Context: an optimization exercise on an open-source flow, tuned for small area, a short achievable clock period and few clock cycles per item. The choices shown serve that exercise and are no tape-out recipe. In this exercise RTL edits were held to simulation tests only and were not proved equivalent to the original. Power figures rest on the tool's default switching activity, not on a simulated workload.

## rs136_dec
module rs136_dec (
    input  wire       clk,
    input  wire       rst,
    input  wire       in_valid,
    input  wire [9:0] in_sym,
    output wire       in_ready,
    output reg        out_valid,
    output reg  [9:0] out_sym,
    output reg        out_last,
    output reg        out_fail,
    output reg  [2:0] out_nerr
);
    localparam N   = 136;
    localparam PL  = 2;              
    localparam RL  = 170;            
    function automatic [9:0] gf_mul(input [9:0] a, input [9:0] b);
        reg [18:0] p;
        integer i;
        begin
            p = 19'd0;
            for (i = 0; i < 10; i = i + 1)
                if (b[i]) p = p ^ ({9'd0, a} << i);
            for (i = 18; i >= 10; i = i - 1)
                if (p[i]) p = p ^ (19'h409 << (i - 10));
            gf_mul = p[9:0];
        end
    endfunction
    function automatic [8:0] pmul5(input [4:0] a, input [4:0] b);
        integer i;
        begin
            pmul5 = 9'd0;
            for (i = 0; i < 5; i = i + 1)
                if (b[i]) pmul5 = pmul5 ^ ({4'd0, a} << i);
        end
    endfunction
    function automatic [9:0] gf_kmul(input [9:0] a, input [9:0] b);
        reg [8:0] lo, hi, md;
        reg [18:0] p;
        integer i;
        begin
            lo = pmul5(a[4:0], b[4:0]);
            hi = pmul5(a[9:5], b[9:5]);
            md = pmul5(a[4:0] ^ a[9:5], b[4:0] ^ b[9:5]) ^ lo ^ hi;
            p  = {hi, 10'd0} ^ ({10'd0, md} << 5) ^ {10'd0, lo};
            for (i = 18; i >= 10; i = i - 1)
                if (p[i]) p = p ^ (19'h409 << (i - 10));
            gf_kmul = p[9:0];
        end
    endfunction
    function automatic [9:0] gf_sq(input [9:0] a);
  ...
Size: ~2200 flip-flops, about 30 I/O pins, ~67000 sq um of cells after synthesis.
Settings: LEC_CHECK=0, CAP_MARGIN=20, CORE_MARGIN=2, CORE_UTILIZATION=70, CTS_BUF_LIST=sky130_fd_sc_hd__clkbuf_8, CTS_CLUSTER_DIAMETER=50, CTS_CLUSTER_SIZE=16, SLEW_MARGIN=20; clock period 20.0 ns.
run.sh (not shown) runs the stock make flow with config.mk's settings and CLKGATE_MAP_FILE= SYNTH_SCRIPT=/design/flow/synth_recipe.tcl, a recipe that flattens the netlist after the stock synthesis.
Testbench counts at the start, summed over its fixed seeds: cycles 27,488, items 192.
Rerun with:
==> flow/flow/run.sh (new file) <==
#!/bin/bash
# The standard layout (standard.sh: the ORFS flow, standard synthesis
# unchanged) with only the clock tree options changed: clkbuf_8 sink
# buffers in clusters of at most 16 sinks, a clkbuf_16 root buffer, and no
# dummy loads. The full output of the flow goes to flow_standard.log; ORFS
# keeps each step's own log under orfs/logs.
set -euo pipefail
export CTS_ARGS="-sink_clustering_enable -repair_clock_nets -sink_clustering_size 16 -sink_clustering_max_diameter 50 -buf_list sky130_fd_sc_hd__clkbuf_8 -root_buf sky130_fd_sc_hd__clkbuf_16 -dont_use_dummy_load"
bash standard.sh > flow_standard.log 2>&1
==> flow/standard.sh (new file) <==
#!/bin/bash
# synth_recipe.tcl (not shown) runs the flow's synth.tcl, then flattens the netlist and writes it again
# the make line also repeats each setting of config.mk as NAME=value (left out here)
make -C /OpenROAD-flow-scripts/flow DESIGN_CONFIG=/design/flow/config.mk WORK_HOME=/design/flow/orfs CLKGATE_MAP_FILE= SYNTH_SCRIPT=/design/flow/synth_recipe.tcl "${@:-finish}"
removed: flow/run.sh
What happened: The new run finished with timing, DRC and antenna clean; cell count shrinks by 1.1%; worst setup slack gets better by 0.16 ns; routed wire length shrinks by 0.54%; clock-buffer cell count shrinks by 7; utilization shrinks by 0.77 points; area after synthesis is unchanged; power shrinks by 3.3%; combinational power stays flat; hold slack gets worse by 0.050 ns.
Rerun with:
==> flow/run.sh (new file) <==
#!/bin/bash
# synth_recipe.tcl (not shown) runs the flow's synth.tcl, then flattens the netlist and writes it again
# the make line also repeats each setting of config.mk as NAME=value (left out here)
make -C /OpenROAD-flow-scripts/flow DESIGN_CONFIG=/design/flow/config.mk WORK_HOME=/design/flow/orfs CLKGATE_MAP_FILE= SYNTH_SCRIPT=/design/flow/synth_recipe.tcl finish
- CTS_BUF_LIST: sky130_fd_sc_hd__clkbuf_8 -> sky130_fd_sc_hd__clkbuf_16
- CTS_CLUSTER_SIZE: 16 -> 22
removed: flow/flow/run.sh
removed: flow/standard.sh
Effect: Worst setup slack degrades by 0.066 ns; via count rose by a few percent; critical path depth stays the same; non-clock buffer count stays the same; clock skew went down by 0.093 ns; die area stays the same.
Rerun with:
- CORE_UTILIZATION: 70 -> 75
- CTS_BUF_LIST: sky130_fd_sc_hd__clkbuf_16 -> sky130_fd_sc_hd__clkbuf_8
- CTS_CLUSTER_SIZE: 22 -> 16
=> The changed run produced a clean layout. Die area fell by a few percent. Setup slack got worse by 0.12 ns. Combinational power is about the same. First-iteration DRC count goes up by roughly a tenth. Synthesized area does not change. Via count went up by a few percent.

========
job 3090:
Another version of the RTL of rs136_dec (not shown whole).
For scale: about 5100 cells after synthesis, ~2200 flip-flops, roughly 30 I/O pins.
clock: 20.0 ns
lec_check: 0
cap_margin: 20
core_margin: 2
core_utilization: 70
cts_buf_list: sky130_fd_sc_hd__clkbuf_8
cts_cluster_diameter: 50
cts_cluster_size: 16
slew_margin: 20
standard.sh (not shown) runs the stock make flow with config.mk's settings and CLKGATE_MAP_FILE= SYNTH_SCRIPT=/design/flow/synth_recipe.tcl, a recipe that flattens the netlist after the stock synthesis.
==> flow/flow/run.sh <==
#!/bin/bash
# The standard layout (standard.sh: the ORFS flow, standard synthesis
# unchanged) with two layout options changed:
#  - every input and output port still gets its own buffer, but a buf_4
#    instead of the slow delay cell buffer_ports picks by default;
#  - clock tree: clkbuf_8 sink buffers in clusters of at most 16 sinks,
#    clkbuf_16 root and tree buffers, and no dummy loads.
# The full output of the flow goes to flow_standard.log; ORFS keeps each
# step's own log under orfs/logs.
set -euo pipefail
export BUFFER_PORTS_ARGS="-buffer_cell sky130_fd_sc_hd__buf_4"
export CTS_ARGS="-sink_clustering_enable -repair_clock_nets -sink_clustering_size 16 -sink_clustering_max_diameter 50 -buf_list sky130_fd_sc_hd__clkbuf_8 -root_buf sky130_fd_sc_hd__clkbuf_16 -tree_buf sky130_fd_sc_hd__clkbuf_16 -dont_use_dummy_load"
bash standard.sh > flow_standard.log 2>&1
Testbench counts of job 3090, summed over its fixed seeds: cycles 27,488, items 192.
What job 8669 does differently from job 3090 at the input level:
==> flow/flow/run.sh <==
#!/bin/bash
# The standard layout (standard.sh: the ORFS flow, standard synthesis
# unchanged) with two layout options changed:
#  - every input and output port still gets its own buffer, but a buf_4
#    instead of the slow delay cell buffer_ports picks by default;
#  - clock tree: clkbuf_8 sink buffers in clusters of at most 18 sinks, a
#    clkbuf_16 root buffer, and no dummy loads.
# The full output of the flow goes to flow_standard.log; ORFS keeps each
# step's own log under orfs/logs.
set -euo pipefail
export BUFFER_PORTS_ARGS="-buffer_cell sky130_fd_sc_hd__buf_4"
export CTS_ARGS="-sink_clustering_enable -repair_clock_nets -sink_clustering_size 18 -sink_clustering_max_diameter 52 -buf_list sky130_fd_sc_hd__clkbuf_8 -root_buf sky130_fd_sc_hd__clkbuf_16 -dont_use_dummy_load"
bash standard.sh > flow_standard.log 2>&1
--- outcome ---
Compared with job 3090, job 8669 shows minimum hold slack lower by 0.0060 ns.
Summary of job 8669 over job 3090: first-iteration DRC count -183, clock latency reported for the late side of the worst-skew pair ~0 delta, register-to-register slack ~0 delta, clock skew +0.029 ns, switching part of the total power ~0 delta.
Relative to job 3090, the cell area measured on job 8669 has decreased slightly.
Modified inputs, job 8282 compared to job 8669
==> flow/flow/run.sh <==
#!/bin/bash
# The standard layout (standard.sh: the ORFS flow, standard synthesis
# unchanged) with two layout options changed:
#  - every input and output port still gets its own buffer, but a buf_4
#    instead of the slow delay cell buffer_ports picks by default;
#  - clock tree: clkbuf_8 sink buffers in clusters of at most 20 sinks, a
#    clkbuf_16 root buffer, and no dummy loads.
# The full output of the flow goes to flow_standard.log; ORFS keeps each
# step's own log under orfs/logs.
set -euo pipefail
export BUFFER_PORTS_ARGS="-buffer_cell sky130_fd_sc_hd__buf_4"
export CTS_ARGS="-sink_clustering_enable -repair_clock_nets -sink_clustering_size 20 -sink_clustering_max_diameter 55 -buf_list sky130_fd_sc_hd__clkbuf_8 -root_buf sky130_fd_sc_hd__clkbuf_16 -dont_use_dummy_load"
bash standard.sh > flow_standard.log 2>&1
Results
- Job 8282: no failed stages, no open violations at the end
- Sort job 8669 and job 8282 by first-iteration DRC count desc -> top: job 8282
- Between job 8282 and job 8669, it is job 8282 whose final core utilization is lower, by 0.22 points.
- Job 8282 against job 8669: areal power density over the cells now sits lower; delay of the slowest cell on the worst path now sits at about the same level; sequential power share now sits higher.
- The total wire length after detailed routing on job 8669 is in line with that on job 8282.
- For the part of the total power dissipated in the clock network, job 8282 came in 0.8 points lower than job 8669 did.
- Between job 8669 and job 8282, the shortest clock period the worst path allows after layout is higher for job 8282.
- The design area on job 8282 is in line with that on job 8669.
- Layout overhead on the synthesized area was lower in job 8282 than in job 8669.
- Power, job 8282 vs job 8669: down slightly
Setup changes, job 8282 to job 4848
==> flow/flow/run.sh <==
#!/bin/bash
# The standard layout (standard.sh: the ORFS flow, standard synthesis
# unchanged) with two layout options changed:
#  - every input and output port still gets its own buffer, but a buf_4
#    instead of the slow delay cell buffer_ports picks by default;
#  - clock tree: clkbuf_8 sink buffers in clusters of at most 16 sinks, a
#    clkbuf_16 root buffer, and no dummy loads.
# The full output of the flow goes to flow_standard.log; ORFS keeps each
# step's own log under orfs/logs.
set -euo pipefail
export BUFFER_PORTS_ARGS="-buffer_cell sky130_fd_sc_hd__buf_4"
export CTS_ARGS="-sink_clustering_enable -repair_clock_nets -sink_clustering_size 16 -sink_clustering_max_diameter 50 -buf_list sky130_fd_sc_hd__clkbuf_8 -root_buf sky130_fd_sc_hd__clkbuf_16 -dont_use_dummy_load"
bash standard.sh > flow_standard.log 2>&1
Findings:
Per the comparison of job 4848 with job 8282, synthesized cell area did not really move, synthesis-to-finish area growth went up. Going from job 8282 to job 4848, worst setup slack saw a decrease, sum of routed wire length over all layers saw little to no change, wire length of the first global-routing pass saw an increase, number of clock buffers in the layout saw an increase. Compared to job 8282, job 4848 has CTS clock-pin slew for the worst setup and hold paths 0.02 ns lower.
Relative to job 4848, the following input files were edited for job 4984:
==> flow/flow/run.sh <==
#!/bin/bash
# The standard layout (standard.sh: the ORFS flow, standard synthesis
# unchanged) with only the clock tree options changed: clkbuf_8 sink
# buffers in clusters of at most 16 sinks, a clkbuf_16 root buffer, and no
# dummy loads. The full output of the flow goes to flow_standard.log; ORFS
# keeps each step's own log under orfs/logs.
set -euo pipefail
export CTS_ARGS="-sink_clustering_enable -repair_clock_nets -sink_clustering_size 16 -sink_clustering_max_diameter 50 -buf_list sky130_fd_sc_hd__clkbuf_8 -root_buf sky130_fd_sc_hd__clkbuf_16 -dont_use_dummy_load"
bash standard.sh > flow_standard.log 2>&1
Findings:
- Taking job 4848 as the reference, in job 4984 number of buffers inserted during clock tree synthesis now smaller; count of nets after finishing barely changed; leakage dissipation closely matched the old numbers; first-pass GRT wire length moved up.
- Between job 4848 and job 4984, the difference in final area is negligible.

[afterwards: timing with drivers on the ports]
How much do the figures lean on ideal ports? The routed layouts below were timed once more, with nothing changed but the port constraints. Step 1 assumes that a clkbuf_16 drives the clock port and a buf_2 every other input. Step 2 also shifts input and output timing later by t, the mid clock arrival at the registers, as if the neighbouring blocks saw the same clock. Slacks: ideal / step 1 / step 2; pairs: ideal / step 1.
| run | shift t [ns] | setup slack, ns | worst register clock-pin slew, ns |
|---|---|---|---|
| the first run of note 1 | 0.929 | 14.272 / 14.205 / 14.611 | 0.10 / 0.10 |
| the second run of note 1 | 0.752 | 14.430 / 14.361 / 14.632 | 0.10 / 0.10 |
| the third run of note 1 | 0.830 | 14.364 / 14.293 / 14.586 | 0.10 / 0.10 |
| the fourth run of note 1 | 0.920 | 14.245 / 14.177 / 14.457 | 0.11 / 0.11 |
| job 3090 | 0.759 | 14.824 / 14.754 / 15.039 | 0.10 / 0.10 |
| job 8669 | 0.739 | 14.849 / 14.777 / 15.033 | 0.12 / 0.12 |
| job 8282 | 0.735 | 14.844 / 14.772 / 15.020 | 0.12 / 0.12 |
| job 4848 | 0.738 | 14.834 / 14.764 / 15.043 | 0.10 / 0.10 |
| job 4984 | 0.746 | 14.386 / 14.316 / 14.646 | 0.10 / 0.10 |
After both steps every run listed still meets setup and hold.
